Background: an optimization exercise with open tools, aiming at small area, a short achievable clock period and few clock cycles per item. Do not read the settings as production practice. In this exercise RTL edits were held to simulation tests only and were not proved equivalent to the original. Power is estimated from default activity; no workload was simulated.

### design.v
module bsenc_comp (
    input  wire [31:0] x,
    output wire [17:0] c
);
    wire [7:0]  ef = x[30:23];
    wire [22:0] mf = x[22:0];
    reg [4:0] lz;
    integer i;
    always @(*) begin
        lz = 5'd23;
        for (i = 0; i < 23; i = i + 1)
            if (mf[i]) lz = 5'd22 - i[4:0];
    end
    wire        norm = (ef != 8'd0);
    wire [22:0] nf   = mf << (lz + 5'd1);
    wire [8:0]  e    = norm ? ({1'b0, ef} + 9'd32) :
                       (mf == 23'd0) ? 9'd0 : (9'd32 - {4'd0, lz});
    wire [6:0]  m    = norm ? mf[22:16] : nf[22:16];
    wire        st   = norm ? (|mf[15:0]) : (|nf[15:0]);
    assign c = {x[31], e, m, st};
endmodule
module bsenc_align (
    input  wire [17:0] c,
    input  wire [8:0]  sb,
    input  wire        f8,       
    output wire        sgn,
    output wire [6:0]  kept,
    output wire        g,
    output wire        st,
    output wire [3:0]  te6
);
    wire [8:0]  e  = c[16:8];
    wire signed [10:0] rr = $signed({2'b00, sb}) - $signed({2'b00, e});
    wire        lo = (rr < 11'sd4);
    wire signed [10:0] r  = (f8 && lo) ? 11'sd4 : rr;
    wire [3:0]  rc = (r > 11'sd9) ? 4'd9 : r[3:0];
    wire [15:0] w  = {1'b1, c[7:1], 8'd0} >> rc;
    assign sgn  = c[17];
    assign kept = w[14:8];
    assign g    = w[7];
    assign st   = (|w[6:0]) | c[0];
    wire [10:0] t = 11'sd4 - rr;
    assign te6  = (f8 && lo) ? t[3:0] : 4'd0;
endmodule
module bsenc_round (
    input  wire        sgn,
    input  wire [6:0]  kept,
    input  wire        g,
    input  wire        st,
    input  wire [3:0]  te6,
    input  wire [1:0]  fmt,
    input  wire        rm,
    input  wire        zero,     
    output reg  [7:0]  code,
    output reg         of
);
    wire       rup = !rm && g && (st || kept[0]);
    wire [7:0] v   = ({1'b0, kept} ^ {8{sgn}}) + {7'd0, sgn ^ rup};
    wire [4:0] n   = {1'b0, kept[3:0]} + {4'd0, rup};
    wire [7:0] fm  = {1'b0, te6, 3'b000} + {3'd0, n};
    always @(*) begin
        code = 8'd0;
        of   = 1'b0;
        if (!zero) begin
            case (fmt)
                2'd0: begin
                    of   = (kept[2:0] == 3'd7) && rup;
                    code = of ? (sgn ? 8'h09 : 8'h07) : {4'd0, v[3:0]};
                end
                2'd1: begin
                    of   = (kept == 7'd127) && rup;
                    code = of ? (sgn ? 8'h81 : 8'h7F) : v;
                end
                default: begin
                    of   = (fm >= 8'd127);
                    code = of ? {sgn, 7'h7E} : (fm == 8'd0) ? 8'h00 : {sgn, fm[6:0]};
                end
            endcase
        end
    end
endmodule
module bs_encoder (
    input  wire         clk,
    input  wire         rst,         
    input  wire         in_valid,
    output wire         in_ready,
    input  wire [31:0]  in_data,     
    input  wire [1:0]   in_fmt,      
    input  wire         in_rm,       
    output wire         out_valid,
    input  wire         out_ready,
    output wire [7:0]   out_scale,
    output wire [255:0] out_data,
    output wire         out_of
);
    reg         in_ready_q;
    reg         i_v;             
    reg [31:0]  i_d;
    reg [1:0]   i_fmt;
    reg         i_rm;
    reg [575:0] ring;            
    reg [4:0]   ph;              
    reg         ob_v;            
    reg [4:0]   c;               
    reg [4:0]   k;               
    reg [7:0]   rmax;            
    reg         rnz;             
    reg         rsp;             
    reg [8:0]   sb;              
    reg [7:0]   sblk;            
    reg         spblk;           
    reg [1:0]   fblk;
    reg         rblk;
    reg         a_v;             
    reg [4:0]   a_idx;
    reg         a_sgn;
    reg [6:0]   a_kept;
    reg         a_g, a_st;
    reg [3:0]   a_te6;
    reg [1:0]   a_fmt;
    reg         a_rm;
    reg         a_zero;
    reg         k_v;             
    reg [7:0]   k_code;
    reg         k_of;
    reg         k_m4;
    reg         ov;              
    reg [255:0] od;
    reg [7:0]   oscale;
    reg         oof;
    assign in_ready  = in_ready_q;
    assign out_valid = ov;
    assign out_data  = od;
    assign out_scale = oscale;
    assign out_of    = oof;
    wire in_fire = in_valid && in_ready_q;
    wire freeze  = ov && a_v && (a_idx != 5'd0);
    wire conv    = ob_v && (ph == c) && !freeze;
    wire resync  = !ob_v && (k == 5'd0);
    wire ins     = i_v && (resync || ((ph == k) && (!ob_v || (c != k) || conv)));
    wire done_in = ins && (k == 5'd31);
    wire [17:0] cin;
    bsenc_comp u_comp (.x(i_d), .c(cin));
    wire [17:0] q31 = ring[575:558];
    wire [7:0] ief = i_d[30:23];
    wire [7:0] mx  = (k == 5'd0 || ief > rmax) ? ief : rmax;
    wire       nz  = (k != 5'd0 && rnz) || (i_d[30:0] != 31'd0);
    wire       sp  = (k != 5'd0 && rsp) || (ief == 8'hFF);
    reg  [7:0] kk;
    always @(*) begin
        case (i_fmt)
            2'd0:    kk = 8'd2;
            2'd1:    kk = 8'd6;
            default: kk = 8'd8;
        endcase
    end
    wire [7:0] s_new  = !nz ? 8'd127 : (mx > kk) ? (mx - kk) : 8'd0;
    wire [8:0] sb_new = {1'b0, s_new} + ((i_fmt == 2'd2) ? 9'd30 : 9'd39);
    wire       al_sgn, al_g, al_st;
    wire [6:0] al_kept;
    wire [3:0] al_te6;
    bsenc_align u_align (
        .c(q31), .sb(sb), .f8(fblk == 2'd2),
        .sgn(al_sgn), .kept(al_kept), .g(al_g), .st(al_st), .te6(al_te6)
    );
    wire [7:0] code;
    wire       cof;
    bsenc_round u_round (
        .sgn(a_sgn), .kept(a_kept), .g(a_g), .st(a_st), .te6(a_te6),
        .fmt(a_fmt), .rm(a_rm), .zero(a_zero), .code(code), .of(cof)
    );
    wire a_m4 = (a_fmt == 2'd0);
    wire kw   = k_v && !ov;                               
    wire aw   = a_v && (a_idx != 5'd0) && !ov;            
    wire       ov_n    = ov ? !out_ready : (aw && a_idx == 5'd31);
    wire       av_n    = conv || (a_v && freeze);
    wire [4:0] aidx_n  = conv ? c : a_idx;
    wire       iv_n    = (i_v && !ins) || in_fire;
    wire [4:0] ph_n    = (ins && resync) ? 5'd1 : ph + 5'd1;
    wire       obv_n   = done_in || (ob_v && !(conv && c == 5'd31));
    wire [4:0] c_n     = done_in ? 5'd0 : conv ? c + 5'd1 : c;
    wire [4:0] k_n     = done_in ? 5'd0 : ins ? k + 5'd1 : k;
    wire       frz_n   = ov_n && av_n && (aidx_n != 5'd0);
    wire       conv_n  = obv_n && (ph_n == c_n) && !frz_n;
    wire       rsy_n   = !obv_n && (k_n == 5'd0);
    wire       ins_n   = rsy_n || ((ph_n == k_n) && (!obv_n || (c_n != k_n) || conv_n));
    wire       ready_n = !iv_n || ins_n;
    always @(posedge clk) begin
        ring <= {ring[557:0], ins ? cin : q31};
        if (in_ready_q) begin
            i_d   <= in_data;
            i_fmt <= in_fmt;
            i_rm  <= in_rm;
        end
        if (ins) begin
            rmax <= mx;
            rnz  <= nz;
            rsp  <= sp;
        end
        if (done_in) begin
            sb    <= sb_new;
            sblk  <= s_new;
            spblk <= sp;
            fblk  <= i_fmt;
            rblk  <= i_rm;
        end
        if (conv) begin
            a_idx  <= c;
            a_sgn  <= al_sgn;
            a_kept <= al_kept;
            a_g    <= al_g;
            a_st   <= al_st;
            a_te6  <= al_te6;
            a_fmt  <= fblk;
            a_rm   <= rblk;
            a_zero <= spblk;
        end
        if (conv && c == 5'd31)
            oscale <= spblk ? 8'hFF : sblk;
        if (a_v && a_idx == 5'd0) begin
            k_code <= code;
            k_of   <= cof;
            k_m4   <= a_m4;
        end
        if (kw)
            oof <= k_of || (aw && cof);
        else if (aw)
            oof <= oof || cof;
    end
    always @(posedge clk) begin
        if (rst) begin
            in_ready_q <= 1'b1;
            i_v        <= 1'b0;
            ph         <= 5'd0;
            ob_v       <= 1'b0;
            c          <= 5'd0;
            k          <= 5'd0;
            a_v        <= 1'b0;
            k_v        <= 1'b0;
            ov         <= 1'b0;
        end else begin
            in_ready_q <= ready_n;
            i_v        <= iv_n;
            ph         <= ph_n;
            ob_v       <= obv_n;
            c          <= c_n;
            k          <= k_n;
            a_v        <= av_n;
            k_v        <= (a_v && a_idx == 5'd0) || (k_v && !kw);
            ov         <= ov_n;
        end
    end
    wire [3:0] d_lo   = code[3:0];
    wire [3:0] d_odd  = a_m4 ? code[3:0] : code[7:4];
    wire [3:0] d_hlo  = a_m4 ? 4'd0 : code[3:0];
    wire [3:0] d_hodd = a_m4 ? 4'd0 : code[7:4];
    integer j;
    always @(posedge clk) begin
        for (j = 0; j < 64; j = j + 1) begin
            if (j == 0) begin
                if (kw) od[3:0] <= k_code[3:0];
            end else if (j == 1) begin
                if (kw && !k_m4)
                    od[7:4] <= k_code[7:4];
                else if (aw && a_m4 && a_idx == 5'd1)
                    od[7:4] <= code[3:0];
            end else if (j == 32) begin
                if (kw && k_m4)
                    od[131:128] <= 4'd0;
                else if (aw && !a_m4 && a_idx == 5'd16)
                    od[131:128] <= code[3:0];
            end else if (j < 32) begin
                if (aw && (a_m4 ? (a_idx == j) : (a_idx == (j >> 1))))
                    od[4*j +: 4] <= (j & 1) ? d_odd : d_lo;
            end else begin
                if (aw && (a_m4 ? (a_idx == j - 32) : (a_idx == (j >> 1))))
                    od[4*j +: 4] <= (j & 1) ? d_hodd : d_hlo;
            end
        end
    end
endmodule
### run.sh
#!/bin/bash
# synth_recipe.tcl (not shown) runs the flow's synth.tcl, then flattens the netlist and writes it again
# the make line also repeats each setting of config.mk as NAME=value (left out here)
make -C /OpenROAD-flow-scripts/flow DESIGN_CONFIG=/design/flow/config.mk WORK_HOME=/design/flow/orfs CLKGATE_MAP_FILE= SYNTH_SCRIPT=/design/flow/synth_recipe.tcl finish
### config.mk
export PLATFORM = sky130hd
export DESIGN_NAME = bs_encoder
export DESIGN_NICKNAME = bs_encoder
export VERILOG_FILES = /design/flow/design.v
export SDC_FILE = /design/flow/constraint.sdc
export NUM_CORES = 4
export LEC_CHECK = 0
export CAP_MARGIN = 20
export CORE_MARGIN = 2
export CORE_UTILIZATION = 40
export SLEW_MARGIN = 20
### constraint.sdc
create_clock -name core_clock -period 14.0 [get_ports {clk}]
set_input_delay 2.8000 -clock core_clock [delete_from_list [all_inputs] [get_ports {clk}]]
set_output_delay 2.8000 -clock core_clock [all_outputs]
set_load 0.01 [all_outputs]
==> results.txt <==
## synth_stat cells, types with 5 or more instances
library cell / instances / area share, %
dfxtp_1: 606 / 40
edfxtp_1: 355 / 35
nor2_1: 142 / 1.8
a21oi_1: 108 / 1.8
nand2_1: 103 / 1.3
nor3_1: 74 / 1.2
inv_1: 67 / 0.83
clkbuf_1: 63 / 0.78
o21ai_0: 60 / 0.99
ha_1: 41 / 1.7
nand3_1: 41 / 0.67
xor2_1: 33 / 0.95
mux2i_1: 28 / 0.92
xnor2_1: 28 / 0.81
nor2b_1: 26 / 0.53
nor4_1: 24 / 0.49
nand2b_1: 23 / 0.47
a211oi_1: 22 / 0.54
a31oi_1: 22 / 0.45
a22oi_1: 18 / 0.44
and3_1: 15 / 0.31
buf_2: 14 / 0.23
or2_2: 14 / 0.29
a21o_1: 13 / 0.32
nand4_1: 13 / 0.27
mux4_2: 12 / 0.89
or3_1: 12 / 0.25
and2_1: 11 / 0.23
o211ai_1: 11 / 0.27
o31ai_1: 10 / 0.25
buf_1: 9 / 0.11
o22ai_1: 9 / 0.19
mux2_2: 8 / 0.30
nor3b_1: 8 / 0.20
o21a_1: 8 / 0.20
a32oi_1: 7 / 0.20
o21ai_1: 6 / 0.099
a221oi_1: 5 / 0.14
a41oi_1: 5 / 0.14
or4_1: 5 / 0.12
## per-layer routing
layer  vias up  GRT usage, %  wire length (um)
met2       701         29.22             33320
li1       8515             -                 -
met5         -             0                 0
met3       133         3.111              4251
met1      8775         22.55             30000
met4         0         6.417              1991
## final cells by class
class / instances / area, um2
fill: 6443 / 38000
sequential: 961 / 22800
multi-input combinational: 1060 / 7030
timing repair buffer: 328 / 3226
clock buffer: 127 / 2634
tap: 978 / 1224
clock inverter: 44 / 400.4
inverter: 70 / 264.0
## logic make-up (layout without fill, tap and decap cells)
group	after synthesis	in the layout	share of synthesized area, %
multiplexers	50	50	2.179
XOR/XNOR	63	63	1.863
AO/OA/AOI/OAI	361	361	7.912
AND/OR/NAND/NOR	543	543	9.141
buffers and inverters	162	569	2.183
flip-flops	961	961	74.90
adder cells (fa/ha/maj)	43	43	1.818
## worst max-delay path by stage
stage,from,endpoint,cells after the start
2_1_floorplan,i_d[24],sb[7],23
3_3_place_gp,i_d[4],ring[0],17
3_5_place_dp,k[0],sb[7],22
4_1_cts,k[0],sb[7],22
5_1_grt,k[0],sb[7],22
6_report,k[0],sb[7],22
## power groups by stage
| stage | Sequential [mW] | Clock, mW | Combinational [mW] |
|---|---|---|---|
| 4_1_cts | 3.20 | 2.48 | 0.395 |
| 5_1_grt | 3.21 | 2.59 | 0.436 |
| 2_1_floorplan | 3.21 | 0 | 0.297 |
| 6_report | 3.19 | 2.40 | 0.399 |
| 3_5_place_dp | 3.25 | 0 | 0.394 |
| 3_3_place_gp | 3.25 | 0 | 0.392 |
## sequential cells by signal, indices dropped and copies added (netlist names), 4 cells and up
name and flops:
c 5, od 256, i_d 32, a_idx 5, rmax 8, ph 5
sblk 8, a_te6 4, sb 9, ring 576, a_kept 7, k_code 8
k 5, oscale 8
## stage by stage
step	instances	utilization, %	instance area (um2)	hold WS, ns	worst slack [ns]
2_1_floorplan	2183	-	30430	0.3096	9.318
3_3_place_gp	3397	45.67	34510	0.3098	8.645
3_5_place_dp	3397	45.68	34520	0.3121	8.504
4_1_cts	3568	49.70	37550	0.3152	8.479
5_1_grt	3568	49.72	37570	0.3181	8.053
6_report	3568	49.72	37570	0.3140	8.396
## worst max-delay path, cell delays in order (launching register included)
cell     delay [ns]
dfxtp_1        0.41
inv_1          0.10
ha_1           0.15
nor4b_1        0.63
nor4_1         0.16
a31o_1         0.25
a31oi_4        0.43
o21ai_0        0.29
ha_1           0.37
a21o_1         0.12
a21o_1         0.19
o21ai_0        0.11
and4_1         0.20
mux2i_1        0.36
inv_1          0.15
o21ai_0        0.31
ha_1           0.24
inv_1          0.08
a41oi_1        0.16
o21ai_1        0.13
a31oi_1        0.26
o21ai_1        0.10
xnor2_1        0.14
==> results.txt <==
Final Hold Viols 0; min Tclk post-route 5.604 ns; VDD IR max around 120 uV; Mapped Cells about 2.2k; Req. time, crit path about 14 ns; I/O Pins around 310; ys flop type dfxtp_1; Min-Delay Path Class flop to flop; Post-synth EDFFs around 360; total grt overflow 0; commonest non-fill, non-tap cell in the layout dfxtp_1; share of total power in the clock network roughly two fifths; Vias about 18k; vias per inst 5.080; worst-path fanout max 15; TritonCTS Sinks between 900 and 1k; number of global-route vias before repair 17.49k; gr usage total 17.40%; switching pwr about 1.4 mW; fraction of layout cells with a size suffix above 1 under 10%; outcome timing/DRC/antenna clean; unrepaired setup endpoints after global routing false; initial DRC count about 1.5k; largest net degree at the start of global routing 53; FF+latch count, synth 961; hold-fix buffers at CTS 0; Pre-antenna DRT Iters 5; P&R area growth vs syn 23.48%; die extent in y ~280 um; WHS Path Cells 0; Wirelength per Cell slightly below 20 um; Die Area 78290 um2; antenna-violating nets left 0; Crit Path Class flop to flop; initial antenna violation count 0; htree depth 3; CP endpoint kind flop; final count of pins violating max slew 0; cell depth of the worst flop-to-flop path 22; I/O Buffers between 300 and 400; Worst EP arrival between 5 and 6 ns; first-pass GRT wire length 105300 um; synthesized area per cell 13.94 um2; end of the worst hold path ring[65]; total of max-cap violations 0; Antenna Cells 0; Leak 14.13 nW; CTS tree yes; hold path start ring[47]; r2r setup slk about 8.4 ns; switching share of power between 20 and 25%; Post-Syn Area 30430 um2; Synth warnings 3; remaining routing DRC violations 0; Detailed Place HPWL 48600 um; # setup viols final 0; final wirelength ~70000 um; Max clock buf depth 3; Core ar. around 76000 um2; Final Power roughly 6.0 mW; R2R Path End sb[7]; clock buffer count from CTS 91; initial core utilization about two fifths; clock skew between 0.015 and 0.02 ns; Worst slew margin 28.87%; Internal about 4.6 mW; most frequent cells in the layout 603 x dfxtp_1, 355 x edfxtp_1, 305 x clkdlybuf4s50_1, 141 x nor2_1, 107 x a21oi_1; post-layout net count between 2k and 3k; startpoint types flop; cts repair resizes 0; setup TNS 0 ns; asr flop ratio synth 0%; reg2reg start k[0]; Slew @ Worst Pin about 1.1 ns; Period Utilization, post-route 40.03%; Pwr Density ~160 nW/um2; GPL Wtd Cong approximately 0.92; syn_nets roughly 2.3k; post-synthesis cell type count 98; Sequential Power Share 53.2%; sequential-to-total area share from yosys stat between 70% and 80%; Clock Latency Late Sink approximately 0.64 ns; row cnt 101; postcts setup bufs 0; CTS clk-pin slew, worst paths ~0.060 ns; Gate power share under 10%; top achievable clock speed roughly 180 MHz; Root Driver clkbuf_16; die width 279.8 um
Testbench counts, summed over its fixed seeds: cycles 49,432, items 1,536.

==> separate check: timing with driven ports <==
The results above use ideal ports. As a check the final layout listed here was re-extracted and re-timed, cells and wires unchanged. Step 1 (the two cells are an assumption about what drives the block):
set clk [get_ports {clk}]
set_driving_cell -lib_cell sky130_fd_sc_hd__clkbuf_16 $clk
set_driving_cell -lib_cell sky130_fd_sc_hd__buf_2 [delete_from_list [all_inputs] $clk]
Step 2 adds t to the input delays and takes it off the output delays; t is the mean of the earliest and latest rising clock arrival at the registers after step 1. Input paths then give back, and output paths get back, about the clock's delay inside the block. a / b / c = no drivers / after step 1 / after step 2; a / b = the first two.
t, ns: 0.694
setup slack, ns: 8.396 / 8.396 / 8.396
worst setup path after step 2: register to register
latest minus earliest clock arrival (ns): 0.020 / 0.020
worst data-port slew with drivers (ns): 0.07
After both steps this run still meets setup and hold. For this run, drivers alone change the setup slack by 0.000 ns; drivers and shift together by 0.000 ns.
